Context: an optimization exercise on an open-source flow, tuned for small area. The choices shown serve that exercise and are no tape-out recipe. In this exercise RTL edits were held to simulation tests only and were not proved equivalent to the original. Power and IR drop assume default switching activity.

--- constraint.sdc ---
create_clock -name core_clock -period 25.0 [get_ports {clk}]
set_input_delay 5.0000 -clock core_clock [delete_from_list [all_inputs] [get_ports {clk}]]
set_output_delay 5.0000 -clock core_clock [all_outputs]
set_load 0.01 [all_outputs]
--- flow/area.script ---
strash
ifraig
scorr
dc2
strash
&get -n
&st
&syn2
&dch
&nf -R 50
&put
buffer -c
topo
upsize -c
dnsize -c
--- flow/run.sh ---
#!/bin/bash
# Own layout flow: the standard flow, except that the synthesis maps the
# logic with an area-oriented ABC script (flow/area.script) in place of the
# one ORFS picks. Everything else (the Yosys passes before ABC, the register
# names, floorplan, power grid, placement, CTS and routing) is the standard flow.
set -euo pipefail
W=$PWD
# synthesis script: ORFS's synth.tcl with only the ABC script replaced
sed 's|log_cmd abc {\*}$abc_args|log_cmd abc {*}[lreplace $abc_args 1 1 $::env(MY_ABC_SCRIPT)]|' \
    "$FLOW_HOME/scripts/synth.tcl" > "$W/own_synth_core.tcl"
grep -q MY_ABC_SCRIPT "$W/own_synth_core.tcl"
sed "s|source \$::env(SCRIPTS_DIR)/synth.tcl|source $W/own_synth_core.tcl|" \
    "$W/synth_recipe.tcl" > "$W/own_synth.tcl"
grep -q own_synth_core "$W/own_synth.tcl"
sed "s|SYNTH_SCRIPT=[^ ]*|SYNTH_SCRIPT=$W/own_synth.tcl|" "$W/standard.sh" > "$W/own_standard.sh"
grep -q own_synth.tcl "$W/own_standard.sh"
export MY_ABC_SCRIPT="$W/flow/area.script"
bash "$W/own_standard.sh" finish > "$W/own_flow_make.log" 2>&1
test -f "$W/out/final.def"
--- design.v ---
module tally_timer #(
    parameter integer IDX = 0,       
    parameter integer NT  = 2        
) (
    input  wire          clk,
    input  wire          rst,
    input  wire          wr,
    input  wire [3:0]    woff,       
    input  wire [31:0]   wdata,
    input  wire [3:0]    roff,
    output reg  [31:0]   rdata,
    input  wire [7:0]    tb_evt,     
    input  wire [31:0]   car_evt,    
    input  wire          grid_evt,   
    input  wire [NT-1:0] zero_q,     
    output reg           out,
    output reg           zero_evt,   
    output reg           trig,       
    output wire          late_set,
    output wire          slip_set
);
    reg         en, mode;
    reg  [1:0]  tsrc_r;
    reg  [2:0]  tbsel;
    reg  [15:0] presc;
    reg  [31:0] rld;         
    reg  [31:0] rld_stg;     
    reg         pend;
    reg  [31:0] cmp [0:3];
    reg  [7:0]  act;
    reg  [1:0]  zact;
    reg  [7:0]  edg;
    reg  [2:0]  trigsel;
    reg         outinit;
    reg  [6:0]  syncsrc;     
    reg         once, once_done;
    reg  [32:0] c;           
    reg         dir;
    reg  [15:0] pc;          
    wire [1:0]  tsrc = (IDX == 0) ? {1'b0, tsrc_r[0]} : tsrc_r;
    wire wr_cfg  = wr && woff == 4'h0;
    wire wr_rld  = wr && woff == 4'h1;
    wire wr_act  = wr && woff == 4'h8;
    wire wr_sync = wr && woff == 4'h9;
    wire [3:0] wr_cmp;
    assign wr_cmp[0] = wr && woff == 4'h4;
    assign wr_cmp[1] = wr && woff == 4'h5;
    assign wr_cmp[2] = wr && woff == 4'h6;
    assign wr_cmp[3] = wr && woff == 4'h7;
    wire cfg_bad = (wdata[3:2] == 2'd3) ||
                   (IDX == 0 && wdata[3:2] == 2'd2) ||
                   (en && (wdata[1] != mode || wdata[3:2] != tsrc ||
                           wdata[6:4] != tbsel || wdata[31:16] != presc));
    wire cfg_ok  = wr_cfg && !cfg_bad;
    wire sync_ok = wr_sync && !wdata[7] && !(wdata[6] && wdata[5] && |wdata[4:1]) &&
                   wdata[7:0] != IDX + 1;
    wire        mode_n    = cfg_ok ? wdata[1]     : mode;
    wire [1:0]  tsrc_n    = cfg_ok ? wdata[3:2]   : tsrc;
    wire [2:0]  tbsel_n   = cfg_ok ? wdata[6:4]   : tbsel;
    wire [15:0] presc_n   = cfg_ok ? wdata[31:16] : presc;
    wire [7:0]  act_n     = wr_act ? wdata[7:0]   : act;
    wire [1:0]  zact_n    = wr_act ? wdata[9:8]   : zact;
    wire [7:0]  edg_n     = wr_act ? wdata[17:10] : edg;
    wire [2:0]  trigsel_n = wr_act ? wdata[20:18] : trigsel;
    wire [6:0]  syncsrc_n = sync_ok ? wdata[6:0]  : syncsrc;
    wire        once_n    = sync_ok ? wdata[8]    : once;
    wire        once_done_pre = sync_ok ? 1'b0 : once_done;
    wire start   = cfg_ok && wdata[0] && !en;
    wire stop    = cfg_ok && !wdata[0];
    wire en_eff  = en && !stop;
    wire en_next = start || en_eff;
    reg src_ev;
    always @(*) begin
        case (tsrc)
            2'd0:    src_ev = 1'b1;
            2'd1:    src_ev = tb_evt[tbsel];
            2'd2:    src_ev = (IDX > 0) ? zero_q[(IDX > 0) ? IDX - 1 : 0] : 1'b0;
            default: src_ev = 1'b0;
        endcase
    end
    wire srcev = en_eff && src_ev;
    reg  [15:0] pc_inc;
    reg         pcc;
    integer q;
    always @(*) begin
        pcc = 1'b1;
        for (q = 0; q < 16; q = q + 1) begin
            pc_inc[q] = pc[q] ^ pcc;
            pcc = pcc & pc[q];
        end
    end
    wire pc_end = pc == presc;
    wire tick  = srcev && pc_end;
    reg sync_hit;
    always @(*) begin
        sync_hit = 1'b0;
        if (!syncsrc_n[6]) begin
            if (syncsrc_n[5:0] == 6'd1)      sync_hit = zero_q[0];
            else if (syncsrc_n[5:0] == 6'd2) sync_hit = zero_q[1];
        end else if (syncsrc_n[5:0] == 6'd33) begin
            sync_hit = grid_evt;
        end else if (syncsrc_n[5:0] != 6'd0) begin
            sync_hit = car_evt[syncsrc_n[4:0] - 5'd1];
        end
    end
    wire syncev = en_eff && sync_hit && !(once_n && once_done_pre);
    wire        c_is_r  = c[31:0] == rld;
    wire        wrap    = tick && (mode ? (dir && c[31:0] == 32'd1) : c_is_r);
    wire        turn    = tick && mode && !dir && c_is_r;
    wire        zero    = syncev || wrap;
    wire        c_nz    = c[31:0] != 32'd0;
    assign      slip_set = syncev && c_nz && !wrap;
    wire        reload  = (zero || start) && pend;
    wire        restart = zero || start;      
    wire [31:0] rld_n   = reload ? rld_stg : rld;
    wire        down    = dir || (mode && c_is_r);
    reg  [31:0] c_step;
    reg         stc;
    integer b;
    always @(*) begin
        stc = 1'b1;
        for (b = 0; b < 32; b = b + 1) begin
            c_step[b] = c[b] ^ stc;
            stc = stc & (c[b] ^ down);
        end
    end
    wire [31:0] cn      = restart ? 32'd0 : tick ? c_step : c[31:0];
    wire        dn      = restart ? 1'b0 : (dir || turn);
    wire        updn    = mode_n;
    wire [31:0] t2, t3;
    wire        cin2, pol2, frc2, frcv2, cin3, pol3, frc3, frcv3;
    wire [33:0] tup;
    reg         lth0_q, lth1_q, fl0_q, fl1_q, big0_q, big1_q;
    wire        lth0, lth1, fl0, fl1, big0, big1;
    wire        cn_lt_h = restart || (tick ? lth1_q : lth0_q);             
    wire        flag    = tick ? (turn ? |rld[31:2] : fl1_q) : fl0_q;      
    wire        big     = tick ? (!turn && big1_q) : big0_q;              
    tally_bounds u_bnd (
        .a({!en_next & c[32], cn}), .hsel(en_next), .rr(rld_n), .updn(updn), .dn(dn),
        .flag(flag), .cn_lt_h(cn_lt_h), .big(big),
        .t2(t2), .cin2(cin2), .pol2(pol2), .frc2(frc2), .frcv2(frcv2),
        .t3(t3), .cin3(cin3), .pol3(pol3), .frc3(frc3), .frcv3(frcv3),
        .lth0(lth0), .lth1(lth1), .fl0(fl0), .fl1(fl1), .big0(big0), .big1(big1), .tup(tup)
    );
    always @(posedge clk) begin
        lth0_q <= lth0; lth1_q <= lth1; fl0_q <= fl0; fl1_q <= fl1;
        big0_q <= big0; big1_q <= big1;
    end
    wire        conv    = cfg_ok && !start && (wdata[1] != mode) &&
                          (mode ? dir : fl0);
    reg  [31:0] cmp_n  [0:3];
    wire [3:0]  fu, fd, lt, inu, ind, d0u, d0d;
    reg  [3:0]  su_q, sd_q, zu_q, zd_q;
    wire        eqw = wdata == cn;
    wire        mv  = tick && !restart;
    always @(posedge clk) begin
        su_q <= inu; sd_q <= ind; zu_q <= d0u; zd_q <= d0d;
    end
    genvar g;
    generate
        for (g = 0; g < 4; g = g + 1) begin : g_pt
            always @(*) cmp_n[g] = wr_cmp[g] ? wdata : cmp[g];
            tally_point u_pt (
                .cc(cmp_n[g]), .cn(cn), .dn(dn), .updn(updn), .edg(edg_n[2*g +: 2]),
                .wrk(wr_cmp[g] || wr_act), .wc(wr_cmp[g]), .eqw(eqw), .rsz(restart), .mv(mv),
                .su(su_q[g]), .sd(sd_q[g]), .zu(zu_q[g]), .zd(zd_q[g]),
                .cn_lt_h(cn_lt_h), .flag(flag),
                .t2(t2), .cin2(cin2), .pol2(pol2), .frc2(frc2), .frcv2(frcv2),
                .t3(t3), .cin3(cin3), .pol3(pol3), .frc3(frc3), .frcv3(frcv3),
                .fu(fu[g]), .fd(fd[g]), .late(lt[g]),
                .in_u(inu[g]), .in_d(ind[g]), .d0_u(d0u[g]), .d0_d(d0d[g])
            );
        end
    endgenerate
    wire [3:0] fire = {4{en_next && (wr_act || restart || tick)}} & (fu | fd) |
                      {4{en_next}} & wr_cmp & (fu | fd);
    assign late_set = en_next && |lt;
    reg act_set, act_clr, act_tog;
    reg out_n;
    integer j;
    always @(*) begin
        act_set = 1'b0; act_clr = 1'b0; act_tog = 1'b0;
        if (zero) begin
            act_set = zact_n == 2'd1;
            act_clr = zact_n == 2'd2;
            act_tog = zact_n == 2'd3;
        end
        for (j = 0; j < 4; j = j + 1) begin
            if (fire[j]) begin
                if (act_n[2*j +: 2] == 2'd1) act_set = 1'b1;
                if (act_n[2*j +: 2] == 2'd2) act_clr = 1'b1;
                if (act_n[2*j +: 2] == 2'd3) act_tog = 1'b1;
            end
        end
        out_n = start ? outinit : out;
        if (act_clr)      out_n = 1'b0;
        else if (act_set) out_n = 1'b1;
        else if (act_tog) out_n = !out_n;
    end
    reg trig_n;
    always @(*) begin
        case (trigsel_n)
            3'd1:    trig_n = zero;
            3'd2:    trig_n = fire[0];
            3'd3:    trig_n = fire[1];
            3'd4:    trig_n = fire[2];
            3'd5:    trig_n = fire[3];
            default: trig_n = 1'b0;
        endcase
    end
    integer m;
    always @(posedge clk) begin
        if (rst) begin
            en <= 1'b0; mode <= 1'b0; tsrc_r <= 2'd0; tbsel <= 3'd0; presc <= 16'd0;
            rld <= 32'hFFFF_FFFF; rld_stg <= 32'hFFFF_FFFF; pend <= 1'b0;
            for (m = 0; m < 4; m = m + 1)
                cmp[m] <= 32'hFFFF_FFFF;
            act <= 8'd0; zact <= 2'd0; edg <= 8'd0; trigsel <= 3'd0; outinit <= 1'b0;
            syncsrc <= 7'd0; once <= 1'b0; once_done <= 1'b0;
            c <= 33'd0; dir <= 1'b0; pc <= 16'd0; out <= 1'b0; zero_evt <= 1'b0; trig <= 1'b0;
        end else begin
            en <= en_next;
            mode <= mode_n; tsrc_r <= tsrc_n; tbsel <= tbsel_n; presc <= presc_n;
            act <= act_n; zact <= zact_n; edg <= edg_n; trigsel <= trigsel_n;
            if (wr_act) outinit <= wdata[21];
            syncsrc <= syncsrc_n; once <= once_n;
            once_done <= once_done_pre || (syncev && once_n);
            for (m = 0; m < 4; m = m + 1)
                cmp[m] <= cmp_n[m];
            rld <= rld_n;
            if (wr_rld) begin
                rld_stg <= (wdata[31:1] == 31'd0) ? 32'd2 : wdata;
                pend    <= 1'b1;
            end else if (reload) begin
                pend    <= 1'b0;
            end
            if (conv) begin
                c   <= tup[32:0];
                dir <= !mode;
            end else begin
                c   <= {(en_next ? 1'b0 : c[32]), cn};
                dir <= dn;
            end
            if (start || syncev)
                pc <= 16'd0;
            else if (srcev)
                pc <= pc_end ? 16'd0 : pc_inc;
            out      <= out_n;
            zero_evt <= zero;
            trig     <= trig_n;
        end
    end
    always @(*) begin
        case (roff)
            4'h0:    rdata = {presc, 9'd0, tbsel, tsrc, mode, en};
            4'h1:    rdata = pend ? rld_stg : rld;
            4'h2:    rdata = c[31:0];
            4'h3:    rdata = {28'd0, once_done, pend, out, dir};
            4'h4:    rdata = cmp[0];
            4'h5:    rdata = cmp[1];
            4'h6:    rdata = cmp[2];
            4'h7:    rdata = cmp[3];
            4'h8:    rdata = {10'd0, outinit, trigsel, edg, zact, act};
            4'h9:    rdata = {23'd0, once, 1'b0, syncsrc};
            default: rdata = 32'd0;
        endcase
    end
endmodule
module tally_bounds #(
    parameter integer W = 32
) (
    input  wire [W:0]   a,
    input  wire         hsel,
    input  wire [W-1:0] rr,
    input  wire         updn,
    input  wire         dn,
    input  wire         flag,       
    input  wire         cn_lt_h,    
    input  wire         big,        
    output reg  [W-1:0] t2,
    output reg          cin2, pol2, frc2, frcv2,
    output reg  [W-1:0] t3,
    output reg          cin3, pol3, frc3, frcv3,
    output wire         lth0,       
    output wire         lth1,       
    output wire         fl0,        
    output wire         fl1,        
    output wire         big0,       
    output wire         big1,       
    output wire [W+1:0] tup
);
    function automatic [W+1:0] add34(input [W+1:0] a, input [W+1:0] b, input cin);
        integer i;
        reg c;
        begin
            c = cin;
            for (i = 0; i < W+2; i = i + 1) begin
                add34[i] = a[i] ^ b[i] ^ c;
                c = (a[i] & b[i]) | (c & (a[i] ^ b[i]));
            end
        end
    endfunction
    wire [W+1:0] dlo  = add34({2'b0, a[W-1:0]}, ~{3'b0, rr[W-1:1]}, !(!updn & rr[0]));   
    assign lth0       = dlo[W+1];
    assign lth1       = dlo[W+1] && !(&dlo[W:0]);
    wire [W+1:0] esum = add34({1'b0, a}, {3'b0, rr[W-1:1] & {(W-1){hsel}}}, hsel & !updn);
    wire [W+1:0] ex   = add34(esum, ~{2'b0, rr}, 1'b0);                                
    assign fl0        = !ex[W+1];
    assign fl1        = !ex[W+1] && (|ex[W:0]);
    assign tup        = add34({2'b0, rr}, ~ex, 1'b0);                                  
    assign big0       = tup[W+1] | tup[W];
    assign big1       = big0 | (&tup[W-1:0]);
    always @(*) begin
        t2 = dlo[W-1:0]; cin2 = 1'b1; pol2 = 1'b0; frc2 = 1'b0; frcv2 = 1'b0;
        t3 = ~dlo[W-1:0]; cin3 = 1'b1; pol3 = 1'b1; frc3 = 1'b0; frcv3 = 1'b0;
        if (!updn) begin
            if (cn_lt_h) begin
                t2 = rr;          cin2 = 1'b1; pol2 = 1'b1;
                t3 = esum[W-1:0]; cin3 = 1'b1; pol3 = 1'b0;
            end else begin
                t2 = dlo[W-1:0];  cin2 = 1'b1; pol2 = 1'b0;
            end
        end else if (!dn) begin
            t2 = dlo[W-1:0];      cin2 = 1'b1; pol2 = 1'b0; frc2 = cn_lt_h; frcv2 = 1'b1;
            if (cn_lt_h) begin
                t3 = ~dlo[W-1:0]; cin3 = 1'b1; pol3 = 1'b1;
            end else begin
                t3 = rr;          cin3 = 1'b0; pol3 = 1'b0;
            end
        end else begin
            t2 = tup[W-1:0];      cin2 = 1'b1; pol2 = 1'b0; frc2 = big; frcv2 = 1'b0;
            if (flag) begin
                t3 = rr;          cin3 = 1'b1; pol3 = 1'b1;
            end else begin
                t3 = esum[W-1:0]; cin3 = 1'b0; pol3 = 1'b1;
            end
        end
    end
endmodule
module tally_point #(
    parameter integer W = 32
) (
    input  wire [W-1:0] cc,
    input  wire [W-1:0] cn,
    input  wire        dn,
    input  wire        updn,
    input  wire [1:0]  edg,
    input  wire        wrk,        
    input  wire        wc,         
    input  wire        eqw,        
    input  wire        rsz,        
    input  wire        mv,         
    input  wire        su, sd,     
    input  wire        zu, zd,     
    input  wire        cn_lt_h,
    input  wire        flag,
    input  wire [W-1:0] t2,
    input  wire        cin2, pol2, frc2, frcv2,
    input  wire [W-1:0] t3,
    input  wire        cin3, pol3, frc3, frcv3,
    output wire        fu,
    output wire        fd,
    output wire        late,
    output reg         in_u,
    output reg         in_d,
    output wire        d0_u,
    output wire        d0_d
);
    function automatic lt_chain(input [W-1:0] a, input [W-1:0] b, input cin);
        integer i;
        reg c;
        begin
            c = cin;
            for (i = 0; i < W; i = i + 1)
                c = (~a[i] & b[i]) | (~a[i] & c) | (b[i] & c);
            lt_chain = c;
        end
    endfunction
    wire k1r  = lt_chain(cc, cn, !dn);            
    wire k2r  = lt_chain(cc, t2, cin2);
    wire k3r  = lt_chain(cc, t3, cin3);
    wire k2   = frc2 ? frcv2 : (pol2 ? k2r : !k2r);
    wire k3   = frc3 ? frcv3 : (pol3 ? k3r : !k3r);
    wire zc   = cc == {W{1'b0}};
    always @(*) begin
        if (!updn) begin
            in_u = cn_lt_h ? (k1r || (k2 && k3)) : (k1r && k2);
            in_d = 1'b0;
        end else if (!dn) begin
            in_u = k1r && k2;
            in_d = cn_lt_h ? (!zc && k3) : (k3 && k1r);    
        end else begin
            in_u = flag && k2 && k3;
            in_d = !k1r && k3;
        end
    end
    wire top   = updn && !dn && !cn_lt_h && k3 && k1r;       
    assign d0_u = rsz ? zc : wc ? (!dn && eqw) : mv ? (in_u && !su) : zu;
    assign d0_d = rsz ? 1'b0 : wc ? (dn ? eqw : top) : mv ? (in_d && !sd) : zd;
    wire any   = !updn || zc || top;
    wire up_en = edg[0] || (any && edg[1]);
    assign fu   = up_en && (wrk ? in_u : d0_u);
    assign fd   = edg[1] && (wrk ? in_d : d0_d);
    assign late = wrk && ((fu && !d0_u) || (fd && !d0_d));
endmodule
module tally_block #(
    parameter integer NT = 2,
    parameter integer NP = 4
) (
    input  wire          clk,
    input  wire          rst,
    input  wire          we,
    input  wire          re,
    input  wire [11:0]   addr,
    input  wire [31:0]   wdata,
    output reg  [31:0]   rdata,
    input  wire [7:0]    tb_evt,
    input  wire [31:0]   car_evt,
    input  wire          grid_evt,
    output wire [NP-1:0] tal_pin,
    output wire [NP-1:0] tal_oe,
    output wire [NT-1:0] trig
);
    wire [NT-1:0] out, zero_q, late_set, slip_set;
    wire [31:0]   t_rdata [0:NT-1];
    genvar t;
    generate
        for (t = 0; t < NT; t = t + 1) begin : g_tim
            tally_timer #(.IDX(t), .NT(NT)) u_tim (
                .clk      (clk),
                .rst      (rst),
                .wr       (we && addr[11:10] == 2'b00 && addr[9:6] == t),
                .woff     (addr[5:2]),
                .wdata    (wdata),
                .roff     (addr[5:2]),
                .rdata    (t_rdata[t]),
                .tb_evt   (tb_evt),
                .car_evt  (car_evt),
                .grid_evt (grid_evt),
                .zero_q   (zero_q),
                .out      (out[t]),
                .zero_evt (zero_q[t]),
                .trig     (trig[t]),
                .late_set (late_set[t]),
                .slip_set (slip_set[t])
            );
        end
    endgenerate
    reg       pin_sel [0:NP-1];
    reg       pin_inv [0:NP-1];
    reg       pin_oe  [0:NP-1];
    genvar p;
    generate
        for (p = 0; p < NP; p = p + 1) begin : g_pin
            assign tal_pin[p] = out[pin_sel[p]] ^ pin_inv[p];
            assign tal_oe[p]  = pin_oe[p];
        end
    endgenerate
    reg [NT-1:0] late, slip;
    wire wr_late = we && addr == 12'hF00;
    wire wr_slip = we && addr == 12'hF08;
    integer i;
    always @(posedge clk) begin
        if (rst) begin
            late <= {NT{1'b0}};
            slip <= {NT{1'b0}};
            for (i = 0; i < NP; i = i + 1) begin
                pin_sel[i] <= 1'b0;
                pin_inv[i] <= 1'b0;
                pin_oe[i]  <= 1'b0;
            end
        end else begin
            late <= (late & ~(wr_late ? wdata[NT-1:0] : {NT{1'b0}})) | late_set;
            slip <= (slip & ~(wr_slip ? wdata[NT-1:0] : {NT{1'b0}})) | slip_set;
            for (i = 0; i < NP; i = i + 1) begin
                if (we && addr == 12'h800 + 4 * i) begin
                    pin_sel[i] <= |wdata[5:0];
                    pin_inv[i] <= wdata[6];
                    pin_oe[i]  <= wdata[7];
                end
            end
        end
    end
    reg [31:0] rd_n;
    always @(*) begin
        rd_n = 32'd0;
        if (addr[11:10] == 2'b00 && addr[9:6] < NT)
            rd_n = t_rdata[addr[9:6]];
        for (i = 0; i < NP; i = i + 1)
            if (addr == 12'h800 + 4 * i)
                rd_n = {24'd0, pin_oe[i], pin_inv[i], 5'd0, pin_sel[i]};
        if (addr == 12'hF00) rd_n = {{(32 - NT){1'b0}}, late};
        if (addr == 12'hF08) rd_n = {{(32 - NT){1'b0}}, slip};
    end
    always @(posedge clk) begin
        if (rst)
            rdata <= 32'd0;
        else if (re)
            rdata <= rd_n;
    end
endmodule
--- config.mk ---
export PLATFORM = sky130hd
export DESIGN_NAME = tally_block
export DESIGN_NICKNAME = tally_block
export VERILOG_FILES = /design/flow/design.v
export SDC_FILE = /design/flow/constraint.sdc
export NUM_CORES = 8
export LEC_CHECK = 0
export ABC_AREA = 1
export CAP_MARGIN = 20
export CORE_MARGIN = 2
export CORE_UTILIZATION = 40
export CTS_BUF_LIST = sky130_fd_sc_hd__clkbuf_4 sky130_fd_sc_hd__clkbuf_8
export GPL_TIMING_DRIVEN = 0
export PLACE_DENSITY = 0.6
export SLEW_MARGIN = 20
--- standard.sh ---
#!/bin/bash
# synth_recipe.tcl (not shown) runs the flow's synth.tcl, then flattens the netlist and writes it again
# the make line also repeats each setting of config.mk as NAME=value (left out here)
make -C /OpenROAD-flow-scripts/flow DESIGN_CONFIG=/design/flow/config.mk WORK_HOME=/design/flow/orfs CLKGATE_MAP_FILE= SYNTH_SCRIPT=/design/flow/synth_recipe.tcl "${@:-finish}"
==> metrics.md, run 1 <==
| Metric | Value |
|---|---|
| Status | `failed layout checks` |
| Fail Reasons | `negative setup slack` |
| Critical Path Most Common Cell | `fa_2` |
| Initial Utilization | `about 40%` |
| VDD IR-drop max | `about 57 uV` |
| Worst Path Max Fanout | `10` |
| Mean Syn Cell Area | `slightly above 8 um^2` |
| Max stage delay on crit path | `about 1.0 ns` |
| Post-synthesis cell count | `roughly 6600` |
| Input/output buffers | `111` |
| EDFF count, synth | `0` |
| DR vias | `64080` |
| Drt wl/cell | `41.31 um` |
| Yosys reg bits | `691` |
| CP startpoint | `wdata[25]` |
| Synth Warn # | `19` |
| Period utilization | `100.5%` |
| Root Driver | `clkbuf_8` |
| Worst r2r src | `g_tim[1].u_tim.presc[9]` |
| Drt first-iter violations | `roughly 12000` |
| Final hold vios | `0` |
| Clock tree buffer depth | `3` |
| Level count of the clock H-tree | `4` |
| GPL Wtd Cong | `about 1.1` |
| FMAX | `between 30 and 40 MHz` |
| Reg2reg setup slack | `roughly 3.6 ns` |
| R2R cell count | `68` |
| CP Capture Type | `register` |
| Hpwl dp | `around 290000 um` |
| Global-route wire length before repair | `just under 500000 um` |
| Largest net degree at the start of global routing | `17` |
| Placed cell count | `approximately 8500` |
| Setup Skew | `0.05832 ns` |
| CTS Sinks | `just under 700` |
| Synth cell types | `between 100 and 150` |
| Gr ovfl total | `0` |
| Tot GR Track Use | `approximately 52%` |
| Setup crit end | `g_tim[1].u_tim.out` |
| Most used flip-flop cell after synthesis | `dfxtp_1` |
| Final Max Tran Viols | `0` |
| Worst Hold Class | `register to register` |
| Final setup margin | `-0.1366 ns` |
| Routed WL | `367000 um` |
| Critical Path RT | `around 26 ns` |
| Synth Cell Area | `0.05344 mm^2` |
| Syn_nets | `6931` |
| Lkg Pwr | `around 22 nW` |
| MaxCap Viol Count | `0` |
| Unrepaired setup endpoints after global routing | `yes` |
| Slew Limit Headroom | `between 7 and 8%` |
| Reg clk slew, reported paths | `approximately 0.06 ns` |
| Io pins | `between 100 and 150` |
| Layout cell share with drive strength beyond 1 | `roughly 16%` |
| FFs w/ async S/R, synth | `0%` |
| PwrDens | `41.57 mW/mm^2` |
| Vias in the first global route | `between 50000 and 60000` |
| Post-route ant nets | `0` |
| Worst slew pin tran | `approximately 1.4 ns` |
| CTS tree | `built` |
| DRC | `0` |
| Final setup fails | `1` |
| Core area | `between 0.1 and 0.15 mm^2` |
| Worst-Skew Late Latency | `0.95 ns` |
| Nets | `between 7000 and 8000` |
| Hold_ws | `around 0.46 ns` |
| Initial antenna violation count | `39` |
| R2r endpoint | `g_tim[1].u_tim.out` |
| Total CTS buffers | `about 140` |
| CP Launch Type | `input pin` |
| Die width | `369.5 um` |
| TritonRoute pass-1 iters | `11` |
| Fin cells | `~8900` |
| Seq/Total Area, Yosys | `between 20 and 30%` |
| Layout area overhead | `18.62%` |
| Max stage delay cell, worst path | `mux2i_2` |
| Die area | `around 0.14 mm^2` |
| Die Ht | `approximately 370 um` |
| Rows | `around 130` |
| Vias per cell | `roughly 7` |
| Tmin final | `about 25 ns` |
| Setup CP Type | `input pin to register` |
| Arr. time, crit path | `approximately 26 ns` |
flip-flops by register name (all words and copies together), names as in the netlist, 14 cells and up:
name and count:
g_tim.u_tim.edg 16, g_tim.u_tim.rld 64, g_tim.u_tim.rld_stg 64, g_tim.u_tim.act 16, g_tim.u_tim.syncsrc 14, g_tim.u_tim.presc 32
g_tim.u_tim.pc 32, rdata 32, g_tim.u_tim.c 66, g_tim.u_tim.cmp 256
synth_stat cells (all sizes together) (18+ instances only):
master | number | area (um^2)
a211oi | 121 | 923.4
a21oi | 385 | 1964
a221o | 21 | 210.2
a221oi | 266 | 2441
a222oi | 61 | 610.6
a22oi | 290 | 2182
a31oi | 20 | 125.1
a32oi | 29 | 254.0
and3 | 24 | 150.1
buf | 89 | 444.2
clkbuf | 389 | 1460
dfxtp | 691 | 13830
fa | 248 | 4965
ha | 44 | 550.5
inv | 275 | 1032
maj3 | 20 | 207.7
mux2 | 54 | 608.1
mux2i | 446 | 4496
nand2 | 739 | 2791
nand2b | 29 | 188.9
nand3 | 106 | 555.5
nand4 | 128 | 807.0
nor2 | 652 | 2501
nor3 | 80 | 420.4
nor4 | 103 | 644.4
o21ai | 290 | 1485
o221a | 18 | 202.7
o221ai | 115 | 1007
o22ai | 297 | 1858
or3 | 22 | 142.6
or4 | 20 | 150.1
xnor2 | 125 | 1110
xor2 | 148 | 1296
worst max-delay path: cells and delay by family:
| family | cells | cell delay, ns |
|---|---|---|
| compound gates | 12 | 2.64 |
| xor+xnor | 3 | 0.56 |
| fa+ha+maj | 34 | 12.31 |
| buf+inv | 9 | 1.84 |
| mux | 1 | 1.01 |
| simple gates | 10 | 2.56 |
layout make-up:
type | instances | area [um^2]
Tap cell | 1768 | 2212
Sequential cell | 691 | 13830
Fill cell | 13330 | 69570
Clock inverter | 32 | 360.3
Clock buffer | 203 | 2581
Antenna cell | 38 | 95.09
Inverter | 283 | 1082
Timing Repair Buffer | 299 | 2690
Buffer | 474 | 2052
Multi-Input combinational cell | 5098 | 38480
repair_timing:
item                       CTS  global route
gates cloned                 0             1
setup buffers               97            43
gates resized for setup    235           131
pin swaps                  113            98
hold buffers                 0             0
setup endpoints to repair  106             7
per-stage QoR:
| step | util (%) | TNS, ns | total power, W | setup slack, ns | instance area (um^2) |
|---|---|---|---|---|---|
| finish | 47.67 | -0.1366 | 0.002635 | -0.1366 | 63390 |
| global route | 47.61 | -0.8447 | 0.002645 | -0.3442 | 63300 |
| CTS | 46.92 | -0.4020 | 0.002587 | -0.3310 | 62380 |
| detailed placement | 43.47 | -205.31 | 0.001316 | -4.503 | 57790 |
| global placement | 42.91 | -375.00 | 0.001314 | -5.932 | 57050 |
| floorplan | - | -0.009454 | 0.001202 | -0.009454 | 53720 |
per-layer routing:
metal	vias up	global-route usage [%]	wire, um
met4	28	30.13	26560
met1	31690	66.44	140900
met3	1327	24.88	58780
met2	5545	68.93	140400
li1	25490	-	-
met5	-	0	362
worst min path at each step:
stage	from	end	slack (ns)	cells after the start
floorplan	g_tim[0].u_tim.rld_stg[29]	g_tim[0].u_tim.rld_stg[29]	0.42	2
global placement	g_tim[0].u_tim.rld_stg[29]	g_tim[0].u_tim.rld_stg[29]	0.44	2
detailed placement	g_tim[1].u_tim.rld_stg[5]	g_tim[1].u_tim.rld_stg[5]	0.44	2
CTS	g_tim[1].u_tim.rld_stg[13]	g_tim[1].u_tim.rld_stg[13]	0.45	2
global route	g_tim[1].u_tim.rld_stg[13]	g_tim[1].u_tim.rld_stg[13]	0.47	2
finish	g_tim[1].u_tim.rld_stg[13]	g_tim[1].u_tim.rld_stg[13]	0.46	2
report_power, final:
| part | internal, W | switching, W |
|---|---|---|
| combinational | 0.0000485 | 0.000167 |
| clock | 0.000708 | 0.000607 |
| sequential | 0.00110 | 0.00000122 |
layout by cell type (no fill, tap or decap), types with 24 or more instances in the layout:
master / Yosys / layout
a211oi_1: 118 / 109
a21oi_1: 379 / 368
a221oi_1: 250 / 230
a221oi_2: 15 / 30
a222oi_1: 61 / 61
a22oi_1: 289 / 287
a32oi_1: 29 / 29
and3_1: 24 / 24
buf_1: 54 / 44
buf_2: 19 / 41
buf_4: 9 / 150
clkbuf_1: 389 / 318
clkbuf_2: 0 / 75
clkbuf_4: 0 / 35
clkbuf_8: 0 / 171
clkdlybuf4s50_1: 0 / 96
dfxtp_1: 691 / 691
diode_2: 0 / 38
fa_1: 248 / 74
fa_2: 0 / 174
ha_1: 44 / 42
inv_1: 268 / 255
mux2_2: 52 / 50
mux2i_1: 440 / 388
mux2i_2: 5 / 48
nand2_1: 736 / 735
nand2b_1: 28 / 26
nand3_1: 104 / 104
nand4_1: 127 / 127
nor2_1: 642 / 617
nor3_1: 76 / 66
nor4_1: 103 / 96
o21ai_0: 173 / 162
o21ai_1: 108 / 102
o221ai_1: 115 / 114
o22ai_1: 297 / 294
xnor2_1: 123 / 120
xor2_1: 148 / 141
cells by family after synthesis:
logic type / Yosys count / share of synthesized area, %
AOI/OAI and AO/OA: 2023 / 26.61
xor gates and xnor gates: 273 / 4.503
adders and majority gates: 312 / 10.71
buffers and inverters: 761 / 5.552
DFF: 691 / 25.89
muxes: 514 / 10.14
and+or+nand+nor: 1976 / 16.59
==> run 2, diff against run 1 <==
--- a/config.mk
+++ b/config.mk
@@ -10,6 +10,5 @@
 export CORE_MARGIN = 2
 export CORE_UTILIZATION = 40
 export CTS_BUF_LIST = sky130_fd_sc_hd__clkbuf_4 sky130_fd_sc_hd__clkbuf_8
-export GPL_TIMING_DRIVEN = 0
 export PLACE_DENSITY = 0.6
 export SLEW_MARGIN = 20
==> metrics.md, run 2 <==
| Metric | Value |
|---|---|
| M1 GR Usage | `56.23% (-10 points)` |
| Final Max Tran Viols | `0 (unchanged)` |
| Root Driver | `clkbuf_8` |
| Hpwl dp | `237200 um (-19%)` |
| Initial Utilization | `40.19% (unchanged)` |
| Reg with most FFs | `g_tim.u_tim.cmp` |
| Worst Path Max Fanout | `14 (+4)` |
| Synth area leader | `dfxtp_1` |
| Reg clk slew, reported paths | `0.06 ns (about the same)` |
| Critical Path RT | `25.80 ns (-0.02 ns)` |
| Hold_ws | `0.4536 ns (-0.003719 ns)` |
| Synth Warn # | `19 (unchanged)` |
| Gr ovfl total | `0 (unchanged)` |
| Synth cell types | `104 (unchanged)` |
| Most used flip-flop cell after synthesis | `dfxtp_1` |
| Die Ht | `369.5 um (unchanged)` |
| Synth top area cells | `dfxtp_1 26%, fa_1 9.3%, mux2i_1 8.2%` |
| Nets | `7442 (+1.1%)` |
| Final setup fails | `0 (-1)` |
| Util after Layout | `48.70% (+1.0 points)` |
| Post-synthesis cell count | `6550 (unchanged)` |
| Most frequent cell after synthesis | `nand2_1` |
| Total CTS buffers | `136 (unchanged)` |
| Arr. time, crit path | `25.29 ns (-0.66 ns)` |
| Post-route ant nets | `0 (unchanged)` |
| Share of the synthesized area in the top cell type | `25.89% (unchanged)` |
| Vias per cell | `6.805 (-5.6%)` |
| Fin cells | `8943 (+0.64%)` |
| Hold path depth | `2 (unchanged)` |
| Max reg flops | `256 (unchanged)` |
| Clock tree buffer depth | `3 (unchanged)` |
| DRC | `0 (unchanged)` |
| Most common cell after layout, fill and taps aside | `nand2_1` |
| EDFF count, synth | `0 (unchanged)` |
| Die width | `369.5 um (unchanged)` |
| Lkg Pwr | `23.67 nW (+8.4%)` |
| Core area | `0.1330 mm^2 (unchanged)` |
| Placed cell count | `8661 (+2.3%)` |
| Rows | `134 (unchanged)` |
| Setup CP Type | `input pin to register` |
| Final hold vios | `0 (unchanged)` |
| Period utilization | `97.96% (-2.6 points)` |
| Tmin final | `24.49 ns (-0.6466 ns)` |
| FMAX | `40.83 MHz (+2.6%)` |
| Worst-Skew Late Latency | `0.95 ns (about the same)` |
| Input/output buffers | `130 (+17%)` |
| Yosys reg bits | `691 (unchanged)` |
| Layout area overhead | `21.17%` |
| Initial antenna violation count | `22 (-44%)` |
| Layout cell share with drive strength beyond 1 | `19.55% (+3.8 points)` |
| Synth Cell Area | `0.05344 mm^2 (unchanged)` |
| Die area | `0.1365 mm^2 (unchanged)` |
| Worst Hold Class | `register to register` |
| Mean Syn Cell Area | `8.158 um^2 (unchanged)` |
| TritonRoute pass-1 iters | `9 (-2)` |
| Seq/Total Area, Yosys | `25.89% (unchanged)` |
| Max stage delay on crit path | `0.53 ns (-0.48 ns)` |
| Status | `timing/DRC/antenna clean` |
| Max stage delay cell, worst path | `or4_1` |
| CTS Sinks | `691 (unchanged)` |
| Drt wl/cell | `34.91 um (-15%)` |
| Routed WL | `312200 um (-15%)` |
| Synth top cells by count | `736 x nand2_1, 691 x dfxtp_1, 642 x nor2_1` |
| Worst slew pin tran | `1.284 ns (-0.09678 ns)` |
| CP Capture Type | `register` |
| Syn_nets | `6931 (unchanged)` |
| Level count of the clock H-tree | `4 (unchanged)` |
| Number of fillers in the final layout | `13060 (-2.0%)` |
| Io pins | `131 (unchanged)` |
| DR vias | `60860 (-5.0%)` |
| Top Registers | `g_tim.u_tim.cmp x256, g_tim.u_tim.c x66` |
| Tot GR Track Use | `44.34% (-7.3 points)` |
| CTS tree | `built` |
| Largest net degree at the start of global routing | `153 (+136)` |
| Grt met3 use | `14.31% (-11 points)` |
| FFs w/ async S/R, synth | `0% (unchanged)` |
| Slew Limit Headroom | `14.42% (+6.5 points)` |
| Vias in the first global route | `56730 (-0.53%)` |
| CP Launch Type | `input pin` |
| Drt first-iter violations | `10040 (-14%)` |
| Busiest grt layer | `met2` |
| VDD IR-drop max | `64.19 uV (+12%)` |
| Setup Skew | `0.07846 ns (+0.02014 ns)` |
| CTS Hold Bufs | `0 (unchanged)` |
| R2R cell count | `70 (+2.9%)` |
| Global-route wire length before repair | `435900 um (-11%)` |
| GPL Wtd Cong | `1.093 (-1.3%)` |
| Most frequent cells in the layout | `729 x nand2_1, 706 x buf_4, 689 x dfxtp_1` |
| Met2 GRT Util | `64.62% (-4.3 points)` |
| MaxCap Viol Count | `0 (unchanged)` |
| PwrDens | `40.80 mW/mm^2 (-1.8%)` |
| Critical Path Most Common Cell | `fa_1` |
[run 2: final timing paths]
path,to,slack [ns],startpoint
worst max register to register,g_tim[0].u_tim.out,4.64,g_tim[0].u_tim.c[10]
worst max-delay path,late[1],0.51,addr[10]
worst min register to register,g_tim[1].u_tim.rld_stg[15],0.45,g_tim[1].u_tim.rld_stg[15]
worst min-delay path,g_tim[1].u_tim.rld_stg[15],0.45,g_tim[1].u_tim.rld_stg[15]
[run 2: what timing repair did]
action                                 CTS  global route
resized for setup                       36           107
pin swaps                               19            83
setup buffers                            6            21
setup endpoints to repair                6             6
endpoints found under the hold margin    0             0
[run 2: critical path, delay by kind of cell]
kind | cells | cell delay, ns
xor gates and xnor gates | 1 | 0.18
AOI/OAI and AO/OA | 11 | 1.93
buffers and inverters | 13 | 1.91
muxes | 3 | 1.01
and+or+nand+nor | 14 | 2.74
adders and majority gates | 32 | 12.52
[run 2: layout make-up]
class | count | area (um^2) | share of cell area [%]
Multi-Input combinational cell | 5098 | 37640 | 58.14
Sequential cell | 691 | 13840 | 21.37
Timing Repair Buffer | 851 | 6860 | 10.60
Clock buffer | 193 | 2494 | 3.851
Tap cell | 1768 | 2212 | 3.416
Inverter | 283 | 1075 | 1.660
Clock inverter | 50 | 604.3 | 0.9334
Antenna cell | 9 | 22.52 | 0.03478
[run 2: metal layers]
metal	up-vias	wire, um
li1	25630	-
met1	29690	118600
met2	4478	129600
met3	1035	40340
met4	24	23410
met5	-	289
[run 2: kinds of logic after synthesis]
kind of cell | count (synthesis) | share of synthesized area, %
AOI/OAI and AO/OA | 2023 | 26.61
muxes | 514 | 10.14
adders and majority gates | 312 | 10.71
DFF | 691 | 25.89
and+or+nand+nor | 1976 | 16.59
xor gates and xnor gates | 273 | 4.503
buffers and inverters | 761 | 5.552
[run 2: where the power goes]
part           leakage, nW  switching, W  internal (W)
clock network         1.63      0.000599      0.000756
registers             5.58    0.00000103       0.00110
logic                 16.5      0.000129     0.0000535
total                 23.7      0.000729       0.00191
[run 2: through the flow]
stage                     total power [W]  setup WS, ns   TNS (ns)  cell area (um^2)
after floorplan                  0.001202     -0.009454  -0.009454             53720
after global placement           0.001297        -1.279     -6.601             60840
after detailed placement         0.001297        -1.630     -9.510             60860
after CTS                        0.002630       0.01449          0             64140
after global routing             0.002687      -0.04685   -0.07069             64730
final                            0.002642        0.5100          0             64750
==> run 3, diff against run 2 <==
--- a/flow/run.sh
+++ b/flow/run.sh
@@ -14,6 +14,7 @@
 grep -q own_synth_core "$W/own_synth.tcl"
 sed "s|SYNTH_SCRIPT=[^ ]*|SYNTH_SCRIPT=$W/own_synth.tcl|" "$W/standard.sh" > "$W/own_standard.sh"
 grep -q own_synth.tcl "$W/own_standard.sh"
+export CTS_ARGS="-sink_clustering_enable -repair_clock_nets -sink_clustering_size 20 -sink_clustering_max_diameter 60 -buf_list {sky130_fd_sc_hd__clkbuf_8 sky130_fd_sc_hd__clkbuf_16} -dont_use_dummy_load"
 export MY_ABC_SCRIPT="$W/flow/area.script"
 bash "$W/own_standard.sh" finish > "$W/own_flow_make.log" 2>&1
 test -f "$W/out/final.def"
--- a/config.mk
+++ b/config.mk
@@ -9,6 +9,8 @@
 export CAP_MARGIN = 20
 export CORE_MARGIN = 2
 export CORE_UTILIZATION = 40
-export CTS_BUF_LIST = sky130_fd_sc_hd__clkbuf_4 sky130_fd_sc_hd__clkbuf_8
+export CTS_BUF_LIST = sky130_fd_sc_hd__clkbuf_8
+export CTS_CLUSTER_DIAMETER = 80
+export CTS_CLUSTER_SIZE = 30
 export PLACE_DENSITY = 0.6
 export SLEW_MARGIN = 20
==> metrics.md, run 3 <==
| Metric | Value |
|---|---|
| Status | `timing/DRC/antenna clean` |
| Share of the synthesized area in the top cell type | `25.89% (unchanged)` |
| Rows | `134 (unchanged)` |
| Arr. time, crit path | `25.14 ns (-0.15 ns)` |
| Mean Syn Cell Area | `8.158 um^2 (unchanged)` |
| Core area | `0.1330 mm^2 (unchanged)` |
| Global-route wire length before repair | `434700 um (-0.28%)` |
| Layout cell share with drive strength beyond 1 | `18.09% (-1.5 points)` |
| Worst Path Max Fanout | `6 (-8)` |
| Tmin final | `24.53 ns (+0.03755 ns)` |
| CTS tree | `built` |
| Input/output buffers | `130 (unchanged)` |
| Level count of the clock H-tree | `3 (-1)` |
| VDD IR-drop max | `49.59 uV (-23%)` |
| Worst slew pin tran | `1.314 ns (+0.03043 ns)` |
| DR vias | `60370 (-0.79%)` |
| Max stage delay cell, worst path | `fa_2` |
| Largest net degree at the start of global routing | `153 (unchanged)` |
| Max reg flops | `256 (unchanged)` |
| Most common cell after layout, fill and taps aside | `nand2_1` |
| Syn_nets | `6931 (unchanged)` |
| Reg with most FFs | `g_tim.u_tim.cmp` |
| Hpwl dp | `237200 um (unchanged)` |
| Final Max Tran Viols | `0 (unchanged)` |
| Setup Skew | `0.05703 ns (-0.02142 ns)` |
| Number of fillers in the final layout | `13100 (+0.35%)` |
| FMAX | `40.77 MHz (-0.15%)` |
| Io pins | `131 (unchanged)` |
| Final hold vios | `0 (unchanged)` |
| Clock tree buffer depth | `3 (unchanged)` |
| EDFF count, synth | `0 (unchanged)` |
| Initial Utilization | `40.19% (unchanged)` |
| Period utilization | `98.11% (+0.15 points)` |
| Die Ht | `369.5 um (unchanged)` |
| R2R cell count | `72 (+2.9%)` |
| Seq/Total Area, Yosys | `25.89% (unchanged)` |
| Most used flip-flop cell after synthesis | `dfxtp_1` |
| Post-Route Setup TNS | `0 ns (unchanged)` |
| Die width | `369.5 um (unchanged)` |
| CP Capture Type | `register` |
| Drt first-iter violations | `9596 (-4.4%)` |
| Vias per cell | `6.865 (+0.88%)` |
| TritonRoute pass-1 iters | `10 (+1)` |
| Top Registers | `g_tim.u_tim.cmp x256, g_tim.u_tim.c x66` |
| DRC | `0 (unchanged)` |
| Setup CP Type | `input pin to register` |
| Unrepaired setup endpoints after global routing | `yes` |
| Worst-Skew Late Latency | `0.71 ns (-0.24 ns)` |
| Synth area leader | `dfxtp_1` |
| FFs w/ async S/R, synth | `0% (unchanged)` |
| Tot GR Track Use | `44.14% (-0.20 points)` |
| Initial antenna violation count | `20 (-9.1%)` |
| Max stage delay on crit path | `0.58 ns (+0.05 ns)` |
| Total CTS buffers | `89 (-35%)` |
| Layout area overhead | `19.79%` |
| Drt wl/cell | `35.35 um (+1.3%)` |
| Critical Path RT | `25.62 ns (-0.18 ns)` |
| GPL Wtd Cong | `1.093 (unchanged)` |
| Lkg Pwr | `23.21 nW (-2.0%)` |
| Synth top cells by count | `736 x nand2_1, 691 x dfxtp_1, 642 x nor2_1` |
| Post-route ant nets | `0 (unchanged)` |
| Post-synthesis cell count | `6550 (unchanged)` |
| Slew Limit Headroom | `12.39% (-2.0 points)` |
| CP Launch Type | `input pin` |
| Gr ovfl total | `0 (unchanged)` |
| Worst slack, placed | `-1.630 ns (unchanged)` |
| Routed WL | `310900 um (-0.42%)` |
| PwrDens | `37.65 mW/mm^2 (-7.7%)` |
| Hold path depth | `2 (unchanged)` |
| Root Driver | `clkbuf_16` |
| Final setup margin | `0.4724 ns (-0.03755 ns)` |
| Synth Cell Area | `0.05344 mm^2 (unchanged)` |
| Worst Hold Class | `register to register` |
| Nets | `7402 (-0.54%)` |
| Die area | `0.1365 mm^2 (unchanged)` |
| CTS Sinks | `691 (unchanged)` |
| Synth top area cells | `dfxtp_1 26%, fa_1 9.3%, mux2i_1 8.2%` |
| Final setup fails | `0 (unchanged)` |
| Critical Path Most Common Cell | `fa_2` |
| MaxCap Viol Count | `0 (unchanged)` |
| Util after Layout | `48.15% (-0.55 points)` |
| Vias in the first global route | `56190 (-0.95%)` |
| Most frequent cells in the layout | `729 x nand2_1, 711 x buf_4, 689 x dfxtp_1` |
| Overall Power | `0.002410 W (-8.8%)` |
| Most frequent cell after synthesis | `nand2_1` |
| Synth cell types | `104 (unchanged)` |
| Synth Warn # | `19 (unchanged)` |
| Reg clk slew, reported paths | `0.06 ns (about the same)` |
| Yosys reg bits | `691 (unchanged)` |
[run 3: cells by family after synthesis]
logic type	Yosys count	synth area share [%]
buffers and inverters	761	5.552
muxes	514	10.14
xor gates and xnor gates	273	4.503
and+or+nand+nor	1976	16.59
DFF	691	25.89
AOI/OAI and AO/OA	2023	26.61
adders and majority gates	312	10.71
[run 3: final timing paths]
path                               from                         end  slack [ns]
max                            addr[10]          g_tim[0].u_tim.out        0.47
min          g_tim[1].u_tim.rld_stg[15]  g_tim[1].u_tim.rld_stg[15]        0.45
max reg2reg         g_tim[1].u_tim.c[5]          g_tim[1].u_tim.out        4.77
min reg2reg  g_tim[1].u_tim.rld_stg[15]  g_tim[1].u_tim.rld_stg[15]        0.45
[run 3: final cells by class]
type	instances	area [um^2]	share of cell area [%]
antenna	8	20.02	0.03127
multi-input combinational	5098	37730	58.95
inverter	283	1077	1.683
tap	1768	2212	3.456
timing repair buffer	858	6907	10.79
sequential	691	13840	21.61
clock buffer	89	2227	3.479
[run 3: repair_timing]
action / in CTS / in global routing
gates resized for setup: 60 / 112
hold buffers: 0 / 0
setup endpoints to repair: 6 / 6
buffers inserted: 7 / 27
cloned: 0 / 0
pin swaps: 30 / 96
[run 3: power breakdown]
part / switching [W] / internal [W]
clock network: 0.000506 / 0.000617
registers: 0.00000105 / 0.00110
logic: 0.000129 / 0.0000538
[run 3: routing by layer]
metal | GRT usage (%) | up-vias | share of wire, %
met4 | 27.89 | 34 | 7.6
li1 | - | 25430 | -
met5 | 0 | - | 0.097
met3 | 13.96 | 1078 | 13
met2 | 64.10 | 4253 | 41
met1 | 56.37 | 29580 | 38
[run 3: through the flow]
stage | instances | instance area, um^2 | hold WS [ns]
after floorplan | 6550 | 53720 | 0.4242
after global placement | 8659 | 60840 | 0.4379
after detailed placement | 8661 | 60860 | 0.4450
after CTS | 8757 | 63350 | 0.4528
after global routing | 8787 | 63990 | 0.4736
final | 8795 | 64010 | 0.4522
[run 3: worst max-delay path, delay by kind of cell]
family | cells | cell delay, ns
and+or+nand+nor | 13 | 1.69
AOI/OAI and AO/OA | 19 | 2.84
muxes | 4 | 1.14
adders and majority gates | 35 | 13.32
buffers and inverters | 10 | 1.14
==> run 4, diff against run 3 <==
--- a/flow/run.sh
+++ b/flow/run.sh
@@ -14,7 +14,7 @@
 grep -q own_synth_core "$W/own_synth.tcl"
 sed "s|SYNTH_SCRIPT=[^ ]*|SYNTH_SCRIPT=$W/own_synth.tcl|" "$W/standard.sh" > "$W/own_standard.sh"
 grep -q own_synth.tcl "$W/own_standard.sh"
-export CTS_ARGS="-sink_clustering_enable -repair_clock_nets -sink_clustering_size 20 -sink_clustering_max_diameter 60 -buf_list {sky130_fd_sc_hd__clkbuf_8 sky130_fd_sc_hd__clkbuf_16} -dont_use_dummy_load"
+export CTS_ARGS="-sink_clustering_enable -repair_clock_nets -buf_list {sky130_fd_sc_hd__clkbuf_4 sky130_fd_sc_hd__clkbuf_8} -dont_use_dummy_load"
 export MY_ABC_SCRIPT="$W/flow/area.script"
 bash "$W/own_standard.sh" finish > "$W/own_flow_make.log" 2>&1
 test -f "$W/out/final.def"
==> metrics.md, run 4 <==
| Metric | Value |
|---|---|
| Status | `timing/DRC/antenna clean` |
| Simple-gate share of the synthesized area | `16.59% (unchanged)` |
| Tot GR Track Use | `44.29% (+0.15 points)` |
| Post-route ant nets | `0 (unchanged)` |
| FMAX | `40.80 MHz (about the same)` |
| CP Launch Type | `input pin` |
| CP Capture Type | `register` |
| Hold Startpoint | `g_tim[1].u_tim.rld_stg[15]` |
| Logic gate share of total power | `8.0% (+0.4 points)` |
| Hpwl dp | `237200 um (unchanged)` |
| Io pins | `131 (unchanged)` |
| Final setup fails | `0 (unchanged)` |
| Reg with most FFs | `g_tim.u_tim.cmp` |
| Top Registers | `g_tim.u_tim.cmp x256, g_tim.u_tim.c x66` |
| Reg clk slew, reported paths | `0.06 ns (about the same)` |
| Hold path depth | `2 (unchanged)` |
| Mean Syn Cell Area | `8.158 um^2 (unchanged)` |
| CTS Hold Bufs | `0 (unchanged)` |
| Fin cells | `8841 (+0.52%)` |
| Worst r2r src | `g_tim[0].u_tim.c[10]` |
| Clock share of power | `43.3% (-3.3 points)` |
| Most frequent cells in the layout | `729 x nand2_1, 707 x buf_4, 689 x dfxtp_1` |
| Layout area overhead | `19.00%` |
| DR vias | `60720 (+0.57%)` |
| Drt wl/cell | `35.27 um (-0.22%)` |
| Area occupied by multi-input gates | `0.03768 mm^2 (-0.14%)` |
| Worst slack, placed | `-1.630 ns (unchanged)` |
| Most common cell after layout, fill and taps aside | `nand2_1` |
| Max reg flops | `256 (unchanged)` |
| FFs w/ async S/R, synth | `0% (unchanged)` |
| Hold Path Sink | `g_tim[1].u_tim.rld_stg[15]` |
| Final hold vios | `0 (unchanged)` |
| P_int | `0.001634 W (-7.9%)` |
| CTS tree | `built` |
| CTS Sinks | `691 (unchanged)` |
| Synth top cells by count | `736 x nand2_1, 691 x dfxtp_1, 642 x nor2_1` |
| Largest family of logic cells by synthesized area | `compound AO/OA/AOI/OAI gates` |
| Most used flip-flop cell after synthesis | `dfxtp_1` |
| Rows | `134 (unchanged)` |
| Total CTS buffers | `136 (+53%)` |
| Synth cell types | `104 (unchanged)` |
| P_sw | `0.0006370 W (+0.16%)` |
| Root Driver | `clkbuf_8` |
| Lkg Pwr | `23.04 nW (-0.76%)` |
| Max stage delay on crit path | `0.53 ns (-0.05 ns)` |
| EDFF count, synth | `0 (unchanged)` |
| Global-route wire length before repair | `435200 um (+0.12%)` |
| Level count of the clock H-tree | `4 (+1)` |
| Tmin final | `24.51 ns (-0.01843 ns)` |
| Synth Area in XOR/XNOR | `4.503% (unchanged)` |
| Nets | `7443 (+0.55%)` |
| Vias in the first global route | `56560 (+0.67%)` |
| Gr ovfl total | `0 (unchanged)` |
| Yosys reg bits | `691 (unchanged)` |
| Synth area leader | `dfxtp_1` |
| Period utilization | `98.04% (about the same)` |
| Overall Power | `0.002271 W (-5.8%)` |
| MaxCap Viol Count | `0 (unchanged)` |
| PwrDens | `35.72 mW/mm^2 (-5.1%)` |
| Input/output buffers | `130 (unchanged)` |
| Die area | `0.1365 mm^2 (unchanged)` |
| Post-Synth Adder-Cell Area | `10.71% (unchanged)` |
| Placed cell count | `8661 (unchanged)` |
| Share of the synthesized area in the top cell type | `25.89% (unchanged)` |
| Drt first-iter violations | `9670 (+0.77%)` |
| Layout cell share with drive strength beyond 1 | `18.41% (+0.32 points)` |
| Clock tree buffer depth | `3 (unchanged)` |
| VDD IR-drop max | `61.72 uV (+24%)` |
| Register area | `0.01384 mm^2 (unchanged)` |
| Synth top area cells | `dfxtp_1 26%, fa_1 9.3%, mux2i_1 8.2%` |
| Worst slew pin tran | `1.312 ns (-0.002334 ns)` |
| Arr. time, crit path | `25.29 ns (+0.15 ns)` |
| Max stage delay cell, worst path | `or4_1` |
| Switching share of power | `28.05% (+1.7 points)` |
| Post-Route Setup TNS | `0 ns (unchanged)` |
| Synth Warn # | `19 (unchanged)` |
| Most frequent cell after synthesis | `nand2_1` |
| GPL Wtd Cong | `1.093 (unchanged)` |
| Critical Path RT | `25.78 ns (+0.16 ns)` |
| Reg2reg setup slack | `4.58 ns (-0.19 ns)` |
| Setup Skew | `0.1268 ns (+0.06972 ns)` |
| Critical Path Most Common Cell | `fa_1` |
| Worst Hold Class | `register to register` |
| Mux share of post-synthesis cell area | `10.14% (unchanged)` |
| Synth Area in Compound Gates | `26.61% (unchanged)` |
| DRC | `0 (unchanged)` |
| Seq/Total Area, Yosys | `25.89% (unchanged)` |
| Power share of the sequential group | `48.6% (+2.8 points)` |
| Routed WL | `311800 um (+0.30%)` |
| Slew Limit Headroom | `12.55% (+0.16 points)` |
| Core area | `0.1330 mm^2 (unchanged)` |
| TritonRoute pass-1 iters | `7 (-3)` |
| Synth Cell Area | `0.05344 mm^2 (unchanged)` |
| Worst-Skew Late Latency | `0.94 ns (+0.23 ns)` |
| Die Ht | `369.5 um (unchanged)` |
| Number of fillers in the final layout | `13140 (+0.28%)` |
| Syn_nets | `6931 (unchanged)` |
| Die width | `369.5 um (unchanged)` |
| Initial Utilization | `40.19% (unchanged)` |
| Post-synthesis cell count | `6550 (unchanged)` |
| Initial antenna violation count | `19 (-5.0%)` |
| Final Max Tran Viols | `0 (unchanged)` |
| Setup CP Type | `input pin to register` |
| Worst Path Max Fanout | `14 (+8)` |
| Final setup margin | `0.4909 ns (+0.01843 ns)` |
| R2r endpoint | `g_tim[0].u_tim.out` |
| Largest net degree at the start of global routing | `153 (unchanged)` |
| Vias per cell | `6.868 (about the same)` |
| R2R cell count | `69 (-4.2%)` |
-- run 4: cell counts after synthesis --
Identical to the previous run, type by type.
-- run 4: cell families after synthesis --
group                    after synthesis
flip-flops                           691
AO/OA/AOI/OAI                       2023
adder cells (fa/ha/maj)              312
multiplexers                         514
AND/OR/NAND/NOR                     1976
buffers and inverters                761
XOR/XNOR                             273
-- run 4: worst max path at each step --
stage | start | end | slack (ns) | depth (start not counted)
finish | addr[10] | late[1] | 0.49 | 74
global route | addr[10] | g_tim[1].u_tim.out | -0.04 | 82
CTS | addr[8] | g_tim[1].u_tim.out | 0.006 | 78
detailed placement | addr[10] | g_tim[0].u_tim.out | -1.63 | 77
global placement | addr[10] | g_tim[0].u_tim.out | -1.28 | 77
floorplan | addr[10] | g_tim[1].u_tim.out | -0.009 | 81
-- run 4: critical path: cells and delay by family --
family / cells / cell delay (ns)
xor gates and xnor gates: 1 / 0.18
buffers and inverters: 13 / 1.87
and+or+nand+nor: 14 / 2.73
AOI/OAI and AO/OA: 11 / 1.97
adders and majority gates: 32 / 12.49
muxes: 3 / 1.01
-- run 4: repair_timing --
item | in CTS | in global routing
gates resized for setup | 38 | 113
pin swaps | 20 | 88
buffers inserted | 6 | 24
endpoints found under the setup margin | 6 | 6
-- run 4: per-layer routing --
layer	share of wire (%)	vias to the layer above	GRT usage [%]	wire length [um]
met1	38	29690	55.90	118900
met5	0.10	-	0.7835	322
met2	42	4440	64.61	130100
met3	13	1037	14.77	39780
li1	-	25530	-	-
met4	7.3	28	27.68	22750
-- run 4: stage by stage --
step                cell area (um^2)  util [%]  hold slack (ns)
floorplan                      53720         -           0.4242
finish                         63590     47.83           0.4548
detailed placement             60860     45.78           0.4450
CTS                            62920     47.32           0.4531
global route                   63560     47.81           0.4733
global placement               60840     45.76           0.4379
-- run 4: power by group through the flow --
stage | Combinational (W) | Sequential [W] | Clock, W
after global placement | 0.000169 | 0.00113 | 0
after detailed placement | 0.000169 | 0.00113 | 0
final | 0.000182 | 0.00110 | 0.000984
after global routing | 0.000181 | 0.00110 | 0.00102
after floorplan | 0.0000744 | 0.00113 | 0
after CTS | 0.000170 | 0.00111 | 0.000982
-- run 4: layout make-up --
class                   count  share of cell area [%]
multi-input cells        5098                   59.26
flip-flops and latches    691                   21.76
repair buffers            852                   10.81
well taps                1768                   3.479
clock buffers             136                   2.944
inverters                 283                   1.694
diodes                     13                 0.05116

## static timing again, ports no longer ideal
The results above use ideal ports. As a check the final layouts listed here were re-extracted and re-timed, cells and wires unchanged. Step 1 sets driving cells, clkbuf_16 on the clock port and buf_2 on the other inputs (assumed; they add their load-dependent delay and slew). Step 2 moves the port delays by t, midway between the first and last clock arrival at a register: inputs arrive t later, outputs are due t later. That takes back most of the time a late clock gives input paths. a / b / c = ideal ports / drivers / drivers and shift; a / b = the first two.
run	t, ns	setup slack, ns	hold WS [ns]
run 1	1.018	-0.137 / -0.065 / -1.083	0.457 / 0.457 / 0.457
run 2	0.995	0.510 / 0.579 / -0.417	0.454 / 0.454 / 0.454
run 3	0.776	0.472 / 0.528 / -0.248	0.452 / 0.452 / 0.452
run 4	0.963	0.491 / 0.559 / -0.404	0.455 / 0.455 / 0.455
With both steps, setup timing fails in run 2, run 3 and run 4, where it was met with ideal ports. For run 1, which loses most, drivers alone change the setup slack by +0.072 ns; drivers and shift together by -0.946 ns.
